From an optimization exercise on the open Yosys and OpenROAD flow, aimed at small area, a short achievable clock period and few clock cycles; shortcuts taken in it are not production practice. The RTL was checked by simulation tests, not by an equivalence proof against the original design. No driver is modelled on the clock port, so clocking that relies on it looks cheaper here than on a real chip.

==> flow/design.v, too long to show whole: its modules and the start of the top module <==
// module be_rank: 1200 lines
module be_rank #(
    parameter N  = 32,
    parameter IW = 5                  
) (
    input  wire          clk,
    input  wire          rst,         
    input  wire [1:0]    cfg_mode,
    input  wire          cfg_sigma_neg,    
    input  wire [7:0]    cfg_wv,
    input  wire [7:0]    cfg_wh,
    input  wire [7:0]    cfg_wt,
    input  wire [7:0]    cfg_wl,
    input  wire [3:0]    cfg_shift,
    input  wire [15:0]   cfg_vrefc,
    input  wire [7:0]    cfg_tavgp,        
    input  wire          in_valid,
    output wire          in_ready,
    input  wire          in_last,
    input  wire [15:0]   in_vcap,
    input  wire [7:0]    in_temp,          
    input  wire [9:0]    in_life,
    input  wire          in_ins,           
    input  wire          in_obs,           
    output wire          out_valid,
    input  wire          out_ready,
    output wire          out_last,
    output wire          out_unranked,
    output wire [IW-1:0] out_rank,
    output wire [15:0]   out_score
);
  // ...
==> flow/flow/run.sh <==
#!/bin/bash
# Standard layout, with the port buffers made from buf_2 cells and clock
# tree synthesis without dummy loads.
set -euo pipefail
export BUFFER_PORTS_ARGS="-buffer_cell sky130_fd_sc_hd__buf_2"
export CTS_ARGS="-sink_clustering_enable -repair_clock_nets -sink_clustering_size 30 -sink_clustering_max_diameter 150 -dont_use_dummy_load"
bash standard.sh > standard.log 2>&1
==> flow/standard.sh <==
#!/bin/bash
# synth_recipe.tcl (not shown) runs the flow's synth.tcl, then flattens the netlist and writes it again
# the make line also repeats each setting of config.mk as NAME=value (left out here)
make -C /OpenROAD-flow-scripts/flow DESIGN_CONFIG=/design/flow/config.mk WORK_HOME=/design/flow/orfs CLKGATE_MAP_FILE= SYNTH_SCRIPT=/design/flow/synth_recipe.tcl "${@:-finish}"
==> flow/config.mk <==
export PLATFORM = sky130hd
export DESIGN_NAME = be_rank
export DESIGN_NICKNAME = be_rank
export VERILOG_FILES = /design/flow/design.v
export SDC_FILE = /design/flow/constraint.sdc
export NUM_CORES = 4
export LEC_CHECK = 0
export CAP_MARGIN = 20
export CORE_MARGIN = 2
export CORE_UTILIZATION = 65
export CTS_CLUSTER_DIAMETER = 60
export CTS_CLUSTER_SIZE = 30
export SLEW_MARGIN = 20
==> flow/constraint.sdc <==
create_clock -name core_clock -period 27.0 [get_ports {clk}]
set_input_delay 5.4000 -clock core_clock [delete_from_list [all_inputs] [get_ports {clk}]]
set_output_delay 5.4000 -clock core_clock [all_outputs]
set_load 0.01 [all_outputs]
==> flow_summary.toml, run 1 <==
[clock_tree]
clockBufferDepth = 3
hold_buffers = 0
numCtsBuffers = 53
clkSinkCount = 1425

[sta]
worstMarginPinSlew_ns = 1.07
period_needed_ns = 6.70
hold_violations = 0

[final_layout]
buf_share = 0.0182
regArea_sq_um = 31600
top_register = "rk"
largest_reg_flops = 832
multi_input_area_share = 0.439
drive_above_1_share = 0.0658
inv_count = 500
fillers = 7387

[placed_design]
port-buffer-count = 128

[worst_setup_path]
critPathMostFrequentCell = "o21ai_0"
cp_cell_sequence = "mux4_2 > mux2i_1 > buf_4 > nor2_1 > fa_1 > ha_1 > inv_1 > fa_1 > nor2b_1 > o21ai_0 > a21oi_1 > o21ai_0 > a21boi_0 > o21ai_0 > a21boi_0 > o21ai_0 > a211oi_1 > a311oi_1 > o311ai_0 > a21o_1 > a21oi_1 > xor2_1 > nor2_1"
r2r_slack_ns = 20.30

[route]
first_iter_violations = 3111
met2WireLength_mm = 71.1
routed.top_layer = "met4"

[yosys]
synth-edff-count = 303
synth_nets = 6369
asyncSetResetFlopFracSynth = 0
synth_top_family_by_area = "adder cells"

[die]
die_h_microns = 317
die_w_microns = 317

[grt]
grt_pass1_wl_mm = 231

[outcome]
status = "no timing/DRC/antenna violations"
Testbench counts, summed over its fixed seeds: cycles 12,576.
==> run 2, diff against run 1 <==
--- a/flow/design.v
+++ b/flow/design.v
@@ -36,17 +36,17 @@
     reg          rdy_q;
     reg          first_exp;    
     reg  [4:0]   idx_c;        
     reg          jbusy;        
     reg  [1:0]   j_mode;
     reg          j_sneg;
     reg  [7:0]   j_wv, j_wh, j_wt, j_wl;    
     reg  [3:0]   j_shift;
-    reg  [15:0]  j_vrefc;
+    reg  [15:0]  j_vrefc;      
     reg  [7:0]   j_tavgp;
     reg          l_v, l_last, l_ins, l_obs;
     reg  [15:0]  l_vcap;
     reg  [7:0]   l_temp;
     reg  [9:0]   l_life;
     reg  [4:0]   l_idx;
     wire acc = in_valid & rdy_q;
     wire l_en, k_en;
@@ -55,17 +55,17 @@
         if (rdy_q & first_exp) begin
             j_mode  <= cfg_mode;
             j_sneg  <= cfg_sigma_neg;
             j_wv    <= (cfg_mode == 2'd2) ? 8'd0 : cfg_wv;
             j_wh    <= (cfg_mode == 2'd2) ? 8'd0 : cfg_wh;
             j_wt    <= cfg_mode[0] ^ cfg_mode[1] ? 8'd0 : cfg_wt;
             j_wl    <= cfg_mode[0] ^ cfg_mode[1] ? 8'd0 : cfg_wl;
             j_shift <= cfg_shift;
-            j_vrefc <= cfg_vrefc;
+            j_vrefc <= cfg_vrefc ^ {16{cfg_sigma_neg}};
             j_tavgp <= cfg_tavgp;
         end
         if (l_en) begin
             l_last <= in_last;
             l_ins  <= in_ins;
             l_obs  <= in_obs;
             l_vcap <= in_vcap;
             l_temp <= in_temp;
@@ -1087,44 +1087,340 @@
             tp <= ins ? e31 : tp;
             hp <= (ins & (n1 == 6'd0)) ? e31 : hp + {4'd0, out_go};
         end
     end
     reg  [KW-1:0] acc_off;
     reg  [3:0]    acc_shift;
     reg           acc_full;
     reg           run;
-    reg  [2:0]    bitk;
+    reg  [7:0]    bsel;         
     reg  [KW-1:0] o_off;
     reg  [3:0]    o_shift;
-    wire [7:0] wv_o = j_wv;
-    wire [7:0] wt_o = j_wt;
-    wire signed [KW-1:0] sv  = s ? -$signed({10'd0, j_vrefc}) : $signed({10'd0, j_vrefc});
-    wire signed [KW-1:0] tav = $signed(j_tavgp);
-    wire signed [KW-1:0] off_step = $signed({acc_off[KW-2:0], 1'b0})
-                                    + (wv_o[bitk] ? sv : {KW{1'b0}})
-                                    + (wt_o[bitk] ? tav : {KW{1'b0}});
-    wire off_done = run & (bitk == 3'd0);
+    wire       selv = |(j_wv & bsel);
+    wire       selt = |(j_wt & bsel);
+    wire [KW-1:0] of_a = {acc_off[KW-2:0], 1'b0};
+    wire [KW-1:0] of_b = selv ? {{10{s}}, j_vrefc} : {KW{1'b0}};
+    wire [KW-1:0] of_c = selt ? {{(KW-8){j_tavgp[7]}}, j_tavgp} : {KW{1'b0}};
+    wire          of_i = selv & s;
+    wire [KW-1:0] off_step;
+    wire of_0 = of_a[0] ^ of_b[0];
+    wire of_1 = of_a[0] & of_b[0];
+    wire of_2 = of_a[1] ^ of_b[1];
+    wire of_3 = of_a[1] & of_b[1];
+    wire of_4 = of_a[2] ^ of_b[2];
+    wire of_5 = of_a[2] & of_b[2];
+    wire of_6 = of_a[3] ^ of_b[3];
+    wire of_7 = of_a[3] & of_b[3];
+    wire of_8 = of_a[4] ^ of_b[4];
+    wire of_9 = of_a[4] & of_b[4];
+    wire of_10 = of_a[5] ^ of_b[5];
+    wire of_11 = of_a[5] & of_b[5];
+    wire of_12 = of_a[6] ^ of_b[6];
+    wire of_13 = of_a[6] & of_b[6];
+    wire of_14 = of_a[7] ^ of_b[7];
+    wire of_15 = of_a[7] & of_b[7];
+    wire of_16 = of_a[8] ^ of_b[8];
+    wire of_17 = of_a[8] & of_b[8];
+    wire of_18 = of_a[9] ^ of_b[9];
+    wire of_19 = of_a[9] & of_b[9];
+    wire of_20 = of_a[10] ^ of_b[10];
+    wire of_21 = of_a[10] & of_b[10];
+    wire of_22 = of_a[11] ^ of_b[11];
+    wire of_23 = of_a[11] & of_b[11];
+    wire of_24 = of_a[12] ^ of_b[12];
+    wire of_25 = of_a[12] & of_b[12];
+    wire of_26 = of_a[13] ^ of_b[13];
+    wire of_27 = of_a[13] & of_b[13];
+    wire of_28 = of_a[14] ^ of_b[14];
+    wire of_29 = of_a[14] & of_b[14];
+    wire of_30 = of_a[15] ^ of_b[15];
+    wire of_31 = of_a[15] & of_b[15];
+    wire of_32 = of_a[16] ^ of_b[16];
+    wire of_33 = of_a[16] & of_b[16];
+    wire of_34 = of_a[17] ^ of_b[17];
+    wire of_35 = of_a[17] & of_b[17];
+    wire of_36 = of_a[18] ^ of_b[18];
+    wire of_37 = of_a[18] & of_b[18];
+    wire of_38 = of_a[19] ^ of_b[19];
+    wire of_39 = of_a[19] & of_b[19];
+    wire of_40 = of_a[20] ^ of_b[20];
+    wire of_41 = of_a[20] & of_b[20];
+    wire of_42 = of_a[21] ^ of_b[21];
+    wire of_43 = of_a[21] & of_b[21];
+    wire of_44 = of_a[22] ^ of_b[22];
+    wire of_45 = of_a[22] & of_b[22];
+    wire of_46 = of_a[23] ^ of_b[23];
+    wire of_47 = of_a[23] & of_b[23];
+    wire of_48 = of_a[24] ^ of_b[24];
+    wire of_49 = of_a[24] & of_b[24];
+    wire of_50 = of_a[25] ^ of_b[25];
+    wire of_51 = of_a[25] & of_b[25];
+    wire of_52 = of_c[0] ^ of_i;
+    wire of_53 = of_c[0] & of_i;
+    wire of_54 = of_c[1] ^ of_2 ^ of_1;
+    wire of_55 = (of_c[1] & of_2) | (of_c[1] & of_1) | (of_2 & of_1);
+    wire of_56 = of_c[2] ^ of_4 ^ of_3;
+    wire of_57 = (of_c[2] & of_4) | (of_c[2] & of_3) | (of_4 & of_3);
+    wire of_58 = of_c[3] ^ of_6 ^ of_5;
+    wire of_59 = (of_c[3] & of_6) | (of_c[3] & of_5) | (of_6 & of_5);
+    wire of_60 = of_c[4] ^ of_8 ^ of_7;
+    wire of_61 = (of_c[4] & of_8) | (of_c[4] & of_7) | (of_8 & of_7);
+    wire of_62 = of_c[5] ^ of_10 ^ of_9;
+    wire of_63 = (of_c[5] & of_10) | (of_c[5] & of_9) | (of_10 & of_9);
+    wire of_64 = of_c[6] ^ of_12 ^ of_11;
+    wire of_65 = (of_c[6] & of_12) | (of_c[6] & of_11) | (of_12 & of_11);
+    wire of_66 = of_c[7] ^ of_14 ^ of_13;
+    wire of_67 = (of_c[7] & of_14) | (of_c[7] & of_13) | (of_14 & of_13);
+    wire of_68 = of_c[8] ^ of_16 ^ of_15;
+    wire of_69 = (of_c[8] & of_16) | (of_c[8] & of_15) | (of_16 & of_15);
+    wire of_70 = of_c[9] ^ of_18 ^ of_17;
+    wire of_71 = (of_c[9] & of_18) | (of_c[9] & of_17) | (of_18 & of_17);
+    wire of_72 = of_c[10] ^ of_20 ^ of_19;
+    wire of_73 = (of_c[10] & of_20) | (of_c[10] & of_19) | (of_20 & of_19);
+    wire of_74 = of_c[11] ^ of_22 ^ of_21;
+    wire of_75 = (of_c[11] & of_22) | (of_c[11] & of_21) | (of_22 & of_21);
+    wire of_76 = of_c[12] ^ of_24 ^ of_23;
+    wire of_77 = (of_c[12] & of_24) | (of_c[12] & of_23) | (of_24 & of_23);
+    wire of_78 = of_c[13] ^ of_26 ^ of_25;
+    wire of_79 = (of_c[13] & of_26) | (of_c[13] & of_25) | (of_26 & of_25);
+    wire of_80 = of_c[14] ^ of_28 ^ of_27;
+    wire of_81 = (of_c[14] & of_28) | (of_c[14] & of_27) | (of_28 & of_27);
+    wire of_82 = of_c[15] ^ of_30 ^ of_29;
+    wire of_83 = (of_c[15] & of_30) | (of_c[15] & of_29) | (of_30 & of_29);
+    wire of_84 = of_c[16] ^ of_32 ^ of_31;
+    wire of_85 = (of_c[16] & of_32) | (of_c[16] & of_31) | (of_32 & of_31);
+    wire of_86 = of_c[17] ^ of_34 ^ of_33;
+    wire of_87 = (of_c[17] & of_34) | (of_c[17] & of_33) | (of_34 & of_33);
+    wire of_88 = of_c[18] ^ of_36 ^ of_35;
+    wire of_89 = (of_c[18] & of_36) | (of_c[18] & of_35) | (of_36 & of_35);
+    wire of_90 = of_c[19] ^ of_38 ^ of_37;
+    wire of_91 = (of_c[19] & of_38) | (of_c[19] & of_37) | (of_38 & of_37);
+    wire of_92 = of_c[20] ^ of_40 ^ of_39;
+    wire of_93 = (of_c[20] & of_40) | (of_c[20] & of_39) | (of_40 & of_39);
+    wire of_94 = of_c[21] ^ of_42 ^ of_41;
+    wire of_95 = (of_c[21] & of_42) | (of_c[21] & of_41) | (of_42 & of_41);
+    wire of_96 = of_c[22] ^ of_44 ^ of_43;
+    wire of_97 = (of_c[22] & of_44) | (of_c[22] & of_43) | (of_44 & of_43);
+    wire of_98 = of_c[23] ^ of_46 ^ of_45;
+    wire of_99 = (of_c[23] & of_46) | (of_c[23] & of_45) | (of_46 & of_45);
+    wire of_100 = of_c[24] ^ of_48 ^ of_47;
+    wire of_101 = (of_c[24] & of_48) | (of_c[24] & of_47) | (of_48 & of_47);
+    wire of_102 = of_c[25] ^ of_50 ^ of_49;
+    wire of_103 = (of_c[25] & of_50) | (of_c[25] & of_49) | (of_50 & of_49);
+    wire of_104 = of_0 & of_52;
+    wire of_105 = of_54 & of_53;
+    wire of_106 = of_56 & of_55;
+    wire of_107 = of_58 & of_57;
+    wire of_108 = of_60 & of_59;
+    wire of_109 = of_62 & of_61;
+    wire of_110 = of_64 & of_63;
+    wire of_111 = of_66 & of_65;
+    wire of_112 = of_68 & of_67;
+    wire of_113 = of_70 & of_69;
+    wire of_114 = of_72 & of_71;
+    wire of_115 = of_74 & of_73;
+    wire of_116 = of_76 & of_75;
+    wire of_117 = of_78 & of_77;
+    wire of_118 = of_80 & of_79;
+    wire of_119 = of_82 & of_81;
+    wire of_120 = of_84 & of_83;
+    wire of_121 = of_86 & of_85;
+    wire of_122 = of_88 & of_87;
+    wire of_123 = of_90 & of_89;
+    wire of_124 = of_92 & of_91;
+    wire of_125 = of_94 & of_93;
+    wire of_126 = of_96 & of_95;
+    wire of_127 = of_98 & of_97;
+    wire of_128 = of_100 & of_99;
+    wire of_129 = of_102 & of_101;
+    wire of_130 = of_0 ^ of_52;
+    wire of_131 = of_54 ^ of_53;
+    wire of_132 = of_56 ^ of_55;
+    wire of_133 = of_58 ^ of_57;
+    wire of_134 = of_60 ^ of_59;
+    wire of_135 = of_62 ^ of_61;
+    wire of_136 = of_64 ^ of_63;
+    wire of_137 = of_66 ^ of_65;
+    wire of_138 = of_68 ^ of_67;
+    wire of_139 = of_70 ^ of_69;
+    wire of_140 = of_72 ^ of_71;
+    wire of_141 = of_74 ^ of_73;
+    wire of_142 = of_76 ^ of_75;
+    wire of_143 = of_78 ^ of_77;
+    wire of_144 = of_80 ^ of_79;
+    wire of_145 = of_82 ^ of_81;
+    wire of_146 = of_84 ^ of_83;
+    wire of_147 = of_86 ^ of_85;
+    wire of_148 = of_88 ^ of_87;
+    wire of_149 = of_90 ^ of_89;
+    wire of_150 = of_92 ^ of_91;
+    wire of_151 = of_94 ^ of_93;
+    wire of_152 = of_96 ^ of_95;
+    wire of_153 = of_98 ^ of_97;
+    wire of_154 = of_100 ^ of_99;
+    wire of_155 = of_102 ^ of_101;
+    wire of_156 = of_105 | (of_131 & of_104);
+    wire of_157 = of_131 & of_130;
+    wire of_158 = of_107 | (of_133 & of_106);
+    wire of_159 = of_133 & of_132;
+    wire of_160 = of_109 | (of_135 & of_108);
+    wire of_161 = of_135 & of_134;
+    wire of_162 = of_111 | (of_137 & of_110);
+    wire of_163 = of_137 & of_136;
+    wire of_164 = of_113 | (of_139 & of_112);
+    wire of_165 = of_139 & of_138;
+    wire of_166 = of_115 | (of_141 & of_114);
+    wire of_167 = of_141 & of_140;
+    wire of_168 = of_117 | (of_143 & of_116);
+    wire of_169 = of_143 & of_142;
+    wire of_170 = of_119 | (of_145 & of_118);
+    wire of_171 = of_145 & of_144;
+    wire of_172 = of_121 | (of_147 & of_120);
+    wire of_173 = of_147 & of_146;
+    wire of_174 = of_123 | (of_149 & of_122);
+    wire of_175 = of_149 & of_148;
+    wire of_176 = of_125 | (of_151 & of_124);
+    wire of_177 = of_151 & of_150;
+    wire of_178 = of_127 | (of_153 & of_126);
+    wire of_179 = of_153 & of_152;
+    wire of_180 = of_129 | (of_155 & of_128);
+    wire of_181 = of_155 & of_154;
+    wire of_182 = of_106 | (of_132 & of_156);
+    wire of_183 = of_132 & of_157;
+    wire of_184 = of_158 | (of_159 & of_156);
+    wire of_185 = of_159 & of_157;
+    wire of_186 = of_110 | (of_136 & of_160);
+    wire of_187 = of_136 & of_161;
+    wire of_188 = of_162 | (of_163 & of_160);
+    wire of_189 = of_163 & of_161;
+    wire of_190 = of_114 | (of_140 & of_164);
+    wire of_191 = of_140 & of_165;
+    wire of_192 = of_166 | (of_167 & of_164);
+    wire of_193 = of_167 & of_165;
+    wire of_194 = of_118 | (of_144 & of_168);
+    wire of_195 = of_144 & of_169;
+    wire of_196 = of_170 | (of_171 & of_168);
+    wire of_197 = of_171 & of_169;
+    wire of_198 = of_122 | (of_148 & of_172);
+    wire of_199 = of_148 & of_173;
+    wire of_200 = of_174 | (of_175 & of_172);
+    wire of_201 = of_175 & of_173;
+    wire of_202 = of_126 | (of_152 & of_176);
+    wire of_203 = of_152 & of_177;
+    wire of_204 = of_178 | (of_179 & of_176);
+    wire of_205 = of_179 & of_177;
+    wire of_206 = of_108 | (of_134 & of_184);
+    wire of_207 = of_134 & of_185;
+    wire of_208 = of_160 | (of_161 & of_184);
+    wire of_209 = of_161 & of_185;
+    wire of_210 = of_186 | (of_187 & of_184);
+    wire of_211 = of_187 & of_185;
+    wire of_212 = of_188 | (of_189 & of_184);
+    wire of_213 = of_189 & of_185;
+    wire of_214 = of_116 | (of_142 & of_192);
+    wire of_215 = of_142 & of_193;
+    wire of_216 = of_168 | (of_169 & of_192);
+    wire of_217 = of_169 & of_193;
+    wire of_218 = of_194 | (of_195 & of_192);
+    wire of_219 = of_195 & of_193;
+    wire of_220 = of_196 | (of_197 & of_192);
+    wire of_221 = of_197 & of_193;
+    wire of_222 = of_124 | (of_150 & of_200);
+    wire of_223 = of_150 & of_201;
+    wire of_224 = of_176 | (of_177 & of_200);
+    wire of_225 = of_177 & of_201;
+    wire of_226 = of_202 | (of_203 & of_200);
+    wire of_227 = of_203 & of_201;
+    wire of_228 = of_204 | (of_205 & of_200);
+    wire of_229 = of_205 & of_201;
+    wire of_230 = of_112 | (of_138 & of_212);
+    wire of_231 = of_138 & of_213;
+    wire of_232 = of_164 | (of_165 & of_212);
+    wire of_233 = of_165 & of_213;
+    wire of_234 = of_190 | (of_191 & of_212);
+    wire of_235 = of_191 & of_213;
+    wire of_236 = of_192 | (of_193 & of_212);
+    wire of_237 = of_193 & of_213;
+    wire of_238 = of_214 | (of_215 & of_212);
+    wire of_239 = of_215 & of_213;
+    wire of_240 = of_216 | (of_217 & of_212);
+    wire of_241 = of_217 & of_213;
+    wire of_242 = of_218 | (of_219 & of_212);
+    wire of_243 = of_219 & of_213;
+    wire of_244 = of_220 | (of_221 & of_212);
+    wire of_245 = of_221 & of_213;
+    wire of_246 = of_128 | (of_154 & of_228);
+    wire of_247 = of_154 & of_229;
+    wire of_248 = of_180 | (of_181 & of_228);
+    wire of_249 = of_181 & of_229;
+    wire of_250 = of_120 | (of_146 & of_244);
+    wire of_251 = of_146 & of_245;
+    wire of_252 = of_172 | (of_173 & of_244);
+    wire of_253 = of_173 & of_245;
+    wire of_254 = of_198 | (of_199 & of_244);
+    wire of_255 = of_199 & of_245;
+    wire of_256 = of_200 | (of_201 & of_244);
+    wire of_257 = of_201 & of_245;
+    wire of_258 = of_222 | (of_223 & of_244);
+    wire of_259 = of_223 & of_245;
+    wire of_260 = of_224 | (of_225 & of_244);
+    wire of_261 = of_225 & of_245;
+    wire of_262 = of_226 | (of_227 & of_244);
+    wire of_263 = of_227 & of_245;
+    wire of_264 = of_228 | (of_229 & of_244);
+    wire of_265 = of_229 & of_245;
+    wire of_266 = of_246 | (of_247 & of_244);
+    wire of_267 = of_247 & of_245;
+    wire of_268 = of_248 | (of_249 & of_244);
+    wire of_269 = of_249 & of_245;
+    wire of_270 = of_131 ^ of_104;
+    wire of_271 = of_132 ^ of_156;
+    wire of_272 = of_133 ^ of_182;
+    wire of_273 = of_134 ^ of_184;
+    wire of_274 = of_135 ^ of_206;
+    wire of_275 = of_136 ^ of_208;
+    wire of_276 = of_137 ^ of_210;
+    wire of_277 = of_138 ^ of_212;
+    wire of_278 = of_139 ^ of_230;
+    wire of_279 = of_140 ^ of_232;
+    wire of_280 = of_141 ^ of_234;
+    wire of_281 = of_142 ^ of_236;
+    wire of_282 = of_143 ^ of_238;
+    wire of_283 = of_144 ^ of_240;
+    wire of_284 = of_145 ^ of_242;
+    wire of_285 = of_146 ^ of_244;
+    wire of_286 = of_147 ^ of_250;
+    wire of_287 = of_148 ^ of_252;
+    wire of_288 = of_149 ^ of_254;
+    wire of_289 = of_150 ^ of_256;
+    wire of_290 = of_151 ^ of_258;
+    wire of_291 = of_152 ^ of_260;
+    wire of_292 = of_153 ^ of_262;
+    wire of_293 = of_154 ^ of_264;
+    wire of_294 = of_155 ^ of_266;
+    assign off_step = {of_294, of_293, of_292, of_291, of_290, of_289, of_288, of_287, of_286, of_285, of_284, of_283, of_282, of_281, of_280, of_279, of_278, of_277, of_276, of_275, of_274, of_273, of_272, of_271, of_270, of_130};
+    wire off_done = run & bsel[0];
     wire last_out = out_go & rl[31];
     always @(posedge clk) begin
         if (rst_q) begin
             run      <= 1'b0;
             acc_full <= 1'b0;
             o_valid  <= 1'b0;
         end else begin
             if (run) begin
                 acc_off <= off_step;
-                bitk    <= bitk - 3'd1;
-                if (bitk == 3'd0) begin
+                bsel    <= {1'b0, bsel[7:1]};
+                if (bsel[0]) begin
                     run      <= 1'b0;
                     acc_full <= 1'b1;
                 end
             end else if (jbusy & ~acc_full) begin
                 run       <= 1'b1;
-                bitk      <= 3'd7;
+                bsel      <= 8'h80;
                 acc_off   <= {KW{1'b0}};
                 acc_shift <= j_shift;
             end
             if (last_out | ~o_valid) begin
                 o_valid <= acc_full;
                 if (acc_full) begin
                     o_off    <= acc_off;
                     o_shift  <= acc_shift;
==> flow/flow/run.sh (replaced) <==
#!/bin/bash
# Standard layout, with the port buffers made from buf_2 cells and clock
# tree synthesis without dummy loads.
set -euo pipefail
export BUFFER_PORTS_ARGS="-buffer_cell sky130_fd_sc_hd__buf_2"
export CTS_ARGS="-sink_clustering_enable -repair_clock_nets -sink_clustering_size 30 -sink_clustering_max_diameter 60 -dont_use_dummy_load"
bash standard.sh > standard.log 2>&1
==> run 2 against run 1 <==
Still clean on timing, DRC and antenna. First-iteration DRC count grew 5.4%. Maximum frequency grew 0.81%.
==> flow_summary.toml, run 2 <==
[worst_setup_path]
crit_type = "flop to output port"
critPathSlowestCell = "edfxtp_1"
cp_cell_sequence = "buf_2"
crit_path_max_incr_delay_ns = 0.37
crit_path_end_kind = "output port"
arrival_ns = 1.24
cpLargestDelayFamily = "flip-flops"
critPathLaunchType = "flop"
cp.required_ns = 21.60
cp_num_buf_inv = 1
worstPathMaxFanout = 1

[grt]
grt_antenna_before_repair = 2
grt_pass1_wl_mm = 233
grt_max_degree = 58
grt.total_usage = 0.300
grt_pass1_vias = 40300
grt-ovfl-total = 0

[route]
postRouteWirelength_mm = 150
first_iter_violations = 3278
drc = 0
drtAntennaViolNets = 0
vias_per_cell = 5.86
drt-pass1-iter-count = 8
routedWlPerCell_microns = 21.3
vias = 41200

[sta]
worst_slack_ns = 20.36
finalMaxSlewViolations = 0
relSlewSlack = 0.283
tns_ns = 0
setup-violations-final = 0
whs_ns = 0.285
finClkSkew_ns = 0.0931
worstMarginPinSlew_ns = 1.07
fmax_ghz = 0.151
grt_setup_unrepaired = "no"
finalCritPeriodShare = 0.246
period_needed_ns = 6.64
hold_violations = 0

[clock_tree]
clockBufferDepth = 3
cts-root-buf = "clkbuf_16"
htreeDepth = 3
post_cts.repair.setup_buffers = 0
clkSinkCount = 1430
ctsResizeCount = 0
clkTransAtPathRegs_ns = 0.07
hold_buffers = 0
numCtsBuffers = 104
clock_latency_ns = 0.71
cts_tree = "built"

[outcome]
status = "no timing/DRC/antenna violations"

[die]
start_util = 0.658
ioPinCount = 129
fp-row-count = 114
core-area_sq_um = 97000
dieArea_sq_um = 101000
die_w_microns = 317
die_h_microns = 317

[yosys]
syn_inst = 5674
synth-edff-count = 308
yosys-top-cells-count = "1,122 x dfxtp_1, 561 x inv_1, 315 x fa_1, 308 x edfxtp_1, 299 x maj3_1"
synth_largest_area_cell = "dfxtp_1"
avgSynthCellArea_sq_um = 11.2
asyncSetResetFlopFracSynth = 0
netlist_area_sq_um = 63800
yosysSeqAreaShare = 0.497
synth_top_area_frac = 0.352
yosys_warnings = 3
synth.distinct_cells = 93
yosysMostFrequentCell = "dfxtp_1"
synth_nets = 6312
synthTopCellsByArea = "dfxtp_1 35%, edfxtp_1 14%, fa_1 9.9%, maj3_1 4.7%, ha_1 4.3%"
synth-main-ff-cell = "dfxtp_1"
ys_ff_latch = 1430

[final_layout]
largest_reg_flops = 832
top_register = "rk"
drive_above_1_share = 0.0771
fin_cells = 7037
design_area_sq_um = 68300
post-route-util = 0.704
nets = 6399
final_common_cell = "dfxtp_1"
reg.largest.list = "rk (832), rr (160), rl (32)"
layout_common_cells = "1,122 x dfxtp_1, 561 x inv_1, 315 x fa_1"
syn_to_final_growth_pct = 7.05

[placed_design]
place_inst = 6930
routabilityCongestion = 0.922
dp_hpwl_mm = 111
port-buffer-count = 128
placed_area_sq_um = 65700
dp_slack_ns = 20.38

[flow_run]
maxCapViolations = 0

[worst_hold_path]
holdCritPathClass = "flop to flop"
run 2: changes by cell type after synthesis, sizes merged, moves of 22 or more:
cell,change
or3,-23
inv,+78
nor2b,-46
and2,+24
a21oi,-71
nor2,-34
ha,+22
nand2,-26
o21ai,-33
run 2: cells by family (layout without fill, tap and decap cells):
group | Yosys count | count (layout) | synth area share
other | 0 | 2 | 0
adder cells (fa/ha/maj) | 893 | 893 | 0.199
AO/OA/AOI/OAI | 949 | 949 | 0.103
flip-flops | 1430 | 1430 | 0.497
buffers and inverters | 789 | 874 | 0.0484
XOR/XNOR | 229 | 229 | 0.0314
AND/OR/NAND/NOR | 1303 | 1303 | 0.106
multiplexers | 81 | 81 | 0.0157
run 2: layer usage:
metal,vias to the layer above,GRT usage,wire (microns)
met5,-,0,0
met4,0,0.100,5270
met3,241,0.0443,8290
met2,1113,0.464,67200
met1,20300,0.435,69100
li1,19600,-,-
run 2: final timing paths:
path,start,to,slack (ns),cells after the start
min,rl[3]$_DFF_P_,rl[4]$_DFF_P_,0.29,0
min reg2reg,rl[3]$_DFF_P_,rl[4]$_DFF_P_,0.29,0
max,ob_d[21]$_DFFE_PP_,out_unranked,20.36,1
max reg2reg,j_wv[5]$_SDFFCE_PN0P_,acc_off[25]$_SDFFCE_PN0P_,20.39,20
run 2: area by class of cell:
class,count,area [sq um]
Timing Repair Buffer,194,1170
Tap cell,1276,1600
Multi-Input combinational cell,3455,29100
Fill cell,7165,28700
Inverter,576,2160
Clock buffer,104,2600
Sequential cell,1430,31700
Antenna cell,2,5.00
run 2: worst register-to-register path: stages (launching register included):
cell      delay [ns]
edfxtp_1        0.72
a22oi_1         0.32
nand4_1         0.63
and2_1          0.67
ha_1            0.38
ha_1            0.20
fa_1            0.41
a21o_1          0.20
a21o_1          0.20
a21o_1          0.18
a21oi_1         0.22
o21bai_1        0.14
a21oi_1         0.33
o211ai_1        0.25
o31ai_1         0.40
a31oi_1         0.19
o211ai_1        0.33
a21oi_1         0.16
a21oi_1         0.21
xor2_1          0.18
nor2_1          0.05
Testbench counts of run 2, summed over its fixed seeds: cycles 12,576.
==> run 3, diff against run 2 <==
==> flow/flow/run.sh (replaced) <==
#!/bin/bash
# Standard layout, with the port buffers made from buf_2 cells and clock
# tree synthesis without dummy loads.
set -euo pipefail
export BUFFER_PORTS_ARGS="-buffer_cell sky130_fd_sc_hd__buf_2"
export CTS_ARGS="-sink_clustering_enable -repair_clock_nets -sink_clustering_size 25 -sink_clustering_max_diameter 150 -dont_use_dummy_load"
bash standard.sh > standard.log 2>&1
==> run 3 against run 2 <==
Still clean. Clock-buffer cell count is 37 lower. Synthesized cell count stayed put. First-iteration DRC count is 3.7% higher. Global-route usage is 0.21 points lower. Synthesized area stayed put. Via count is 0.69% lower. Utilization is 0.96 points lower. Sequential share of layout area is 0.64 points higher. Register-to-register slack worse by 0.02 ns. Highest routed layer unchanged.
==> flow_summary.toml, run 3 <==
[outcome]
status = "no timing/DRC/antenna violations"

[final_layout]
top_register = "rk"
reg.largest.list = "rk (832), rr (160), rl (32)"
drive_above_1_share = 0.0711
design_area_sq_um = 67400
fin_cells = 6998
nets = 6362
layout_common_cells = "1,122 x dfxtp_1, 561 x inv_1, 315 x fa_1"
largest_reg_flops = 832
syn_to_final_growth_pct = 5.59
final_common_cell = "dfxtp_1"
diodes = 0

[worst_setup_path]
cp.required_ns = 27.38
reg2reg_depth = 20
arrival_ns = 7.01
crit_type = "flop to flop"
worstPathMaxFanout = 18
critPathMostFrequentCell = "a21oi_1"
critPathLaunchType = "flop"
crit_path_max_incr_delay_ns = 0.73
crit_path_end_kind = "flop"
cp_cell_sequence = "a22oi_1 > nand4_1 > and2_1 > ha_1 > ha_1 > fa_1 > a21o_1 > a21o_1 > a21o_1 > a21oi_1 > o21bai_1 > a21oi_1 > o211ai_1 > o31ai_1 > a31oi_1 > o211ai_1 > a21oi_1 > a21oi_1 > xor2_1 > nor2_1"
critPathSlowestCell = "edfxtp_1"

[die]
die_w_microns = 317
start_util = 0.658
dieArea_sq_um = 101000
fp-row-count = 114
die_h_microns = 317
ioPinCount = 129
core-area_sq_um = 97000

[yosys]
synthTopCellsByArea = "dfxtp_1 35%, edfxtp_1 14%, fa_1 9.9%, maj3_1 4.7%, ha_1 4.3%"
synth-edff-count = 308
synth-main-ff-cell = "dfxtp_1"
yosys_warnings = 3
synth_largest_area_cell = "dfxtp_1"
synth_nets = 6312
yosys-top-cells-count = "1,122 x dfxtp_1, 561 x inv_1, 315 x fa_1, 308 x edfxtp_1, 299 x maj3_1"
netlist_area_sq_um = 63800
yosysMostFrequentCell = "dfxtp_1"
asyncSetResetFlopFracSynth = 0
avgSynthCellArea_sq_um = 11.2
synth_top_area_frac = 0.352
synth.distinct_cells = 93
ys_ff_latch = 1430
yosysSeqAreaShare = 0.497
syn_inst = 5674

[worst_hold_path]
holdCritPathClass = "flop to flop"
hold_depth = 0

[grt]
grt-ovfl-total = 0
grt_antenna_before_repair = 2
grt_pass1_vias = 40000
grt_max_degree = 58
grt.total_usage = 0.298
grt_pass1_wl_mm = 232

[sta]
finClkSkew_ns = 0.0744
worst_slack_ns = 20.37
finalMaxSlewViolations = 0
setup-violations-final = 0
worstMarginPinSlew_ns = 1.09
fmax_ghz = 0.151
finalCritPeriodShare = 0.246
relSlewSlack = 0.275
period_needed_ns = 6.63
grt_setup_unrepaired = "no"
tns_ns = 0
hold_violations = 0

[clock_tree]
hold_buffers = 0
clkSinkCount = 1430
htreeDepth = 3
clock_latency_ns = 0.67
cts_tree = "built"
clkTransAtPathRegs_ns = 0.09
ctsResizeCount = 0
post_cts.repair.setup_buffers = 0
numCtsBuffers = 67
cts-root-buf = "clkbuf_16"
clockBufferDepth = 3

[route]
drc = 0
routedWlPerCell_microns = 21.3
drt-pass1-iter-count = 7
vias = 41000
postRouteWirelength_mm = 149
vias_per_cell = 5.85
drtAntennaViolNets = 0
first_iter_violations = 3398

[flow_run]
maxCapViolations = 0

[placed_design]
routabilityCongestion = 0.922
place_inst = 6930
port-buffer-count = 128
placed_area_sq_um = 65700
dp_slack_ns = 20.38
dp_hpwl_mm = 111
[run 3: cell counts after synthesis]
Identical to the previous run, type by type.
[run 3: path summary, 6_finish.rpt]
check | start | endpoint | slack, ns
min | rl[5]$_DFF_P_ | rl[6]$_DFF_P_ | 0.29
max | j_wv[4]$_SDFFCE_PN0P_ | acc_off[25]$_SDFFCE_PN0P_ | 20.37
min reg2reg | rl[5]$_DFF_P_ | rl[6]$_DFF_P_ | 0.29
max reg2reg | j_wv[4]$_SDFFCE_PN0P_ | acc_off[25]$_SDFFCE_PN0P_ | 20.37
[run 3: routing by layer]
metal / part of all wire / routed length (microns) / global-route usage / vias to the layer above
li1: - / - / - / 19500
met1: 0.47 / 69400 / 0.437 / 20100
met2: 0.45 / 66500 / 0.460 / 1130
met3: 0.054 / 7970 / 0.0399 / 213
met4: 0.034 / 5000 / 0.0949 / 0
met5: 0 / 0 / 0 / -
[run 3: layout make-up]
class,count,area (sq um)
clock buffers,67,1680
fillers,7305,29600
inverters,576,2160
multi-input cells,3455,29100
flip-flops and latches,1430,31700
well taps,1276,1600
repair buffers,194,1170
[run 3: kinds of logic after synthesis]
| logic type | after synthesis | synth area share |
|---|---|---|
| buf+inv | 789 | 0.0484 |
| mux | 81 | 0.0157 |
| xor+xnor | 229 | 0.0314 |
| compound gates | 949 | 0.103 |
| fa+ha+maj | 893 | 0.199 |
| flops | 1430 | 0.497 |
| simple gates | 1303 | 0.106 |
[run 3: worst max-delay path, delay by kind of cell, from the launching register on]
family	cells	cell delay [ns]
AO/OA/AOI/OAI	13	3.12
XOR/XNOR	1	0.17
adder cells (fa/ha/maj)	3	0.99
flip-flops	1	0.73
AND/OR/NAND/NOR	3	1.34
[run 3: metrics by stage]
| stage | hold slack (ns) | utilization |
|---|---|---|
| floorplan | 0.310 | - |
| global placement | 0.309 | 0.677 |
| detailed placement | 0.312 | 0.677 |
| CTS | 0.296 | 0.695 |
| global route | 0.301 | 0.695 |
| finish | 0.293 | 0.695 |

separate check: timing with driven ports:
No port has a modelled driver above. Below, the same layouts with a new extraction and two added sets of constraints. Step 1 sets driving cells, clkbuf_16 on the clock port and buf_2 on the other inputs (assumed; they add their load-dependent delay and slew). Step 2 moves the port delays by t, midway between the first and last clock arrival at a register: inputs arrive t later, outputs are due t later. That takes back most of the time a late clock gives input paths. a / b / c = ideal ports / drivers / drivers and shift; a / b = the first two.
| run | t, ns | setup slack, ns | latest minus earliest clock arrival (ns) |
|---|---|---|---|
| run 1 | 0.750 | 20.302 / 20.276 / 20.302 | 0.082 / 0.083 |
| run 2 | 0.746 | 20.356 / 20.283 / 20.389 | 0.118 / 0.118 |
| run 3 | 0.715 | 20.368 / 20.335 / 20.368 | 0.083 / 0.083 |
After both steps setup and hold are still met in every run listed.
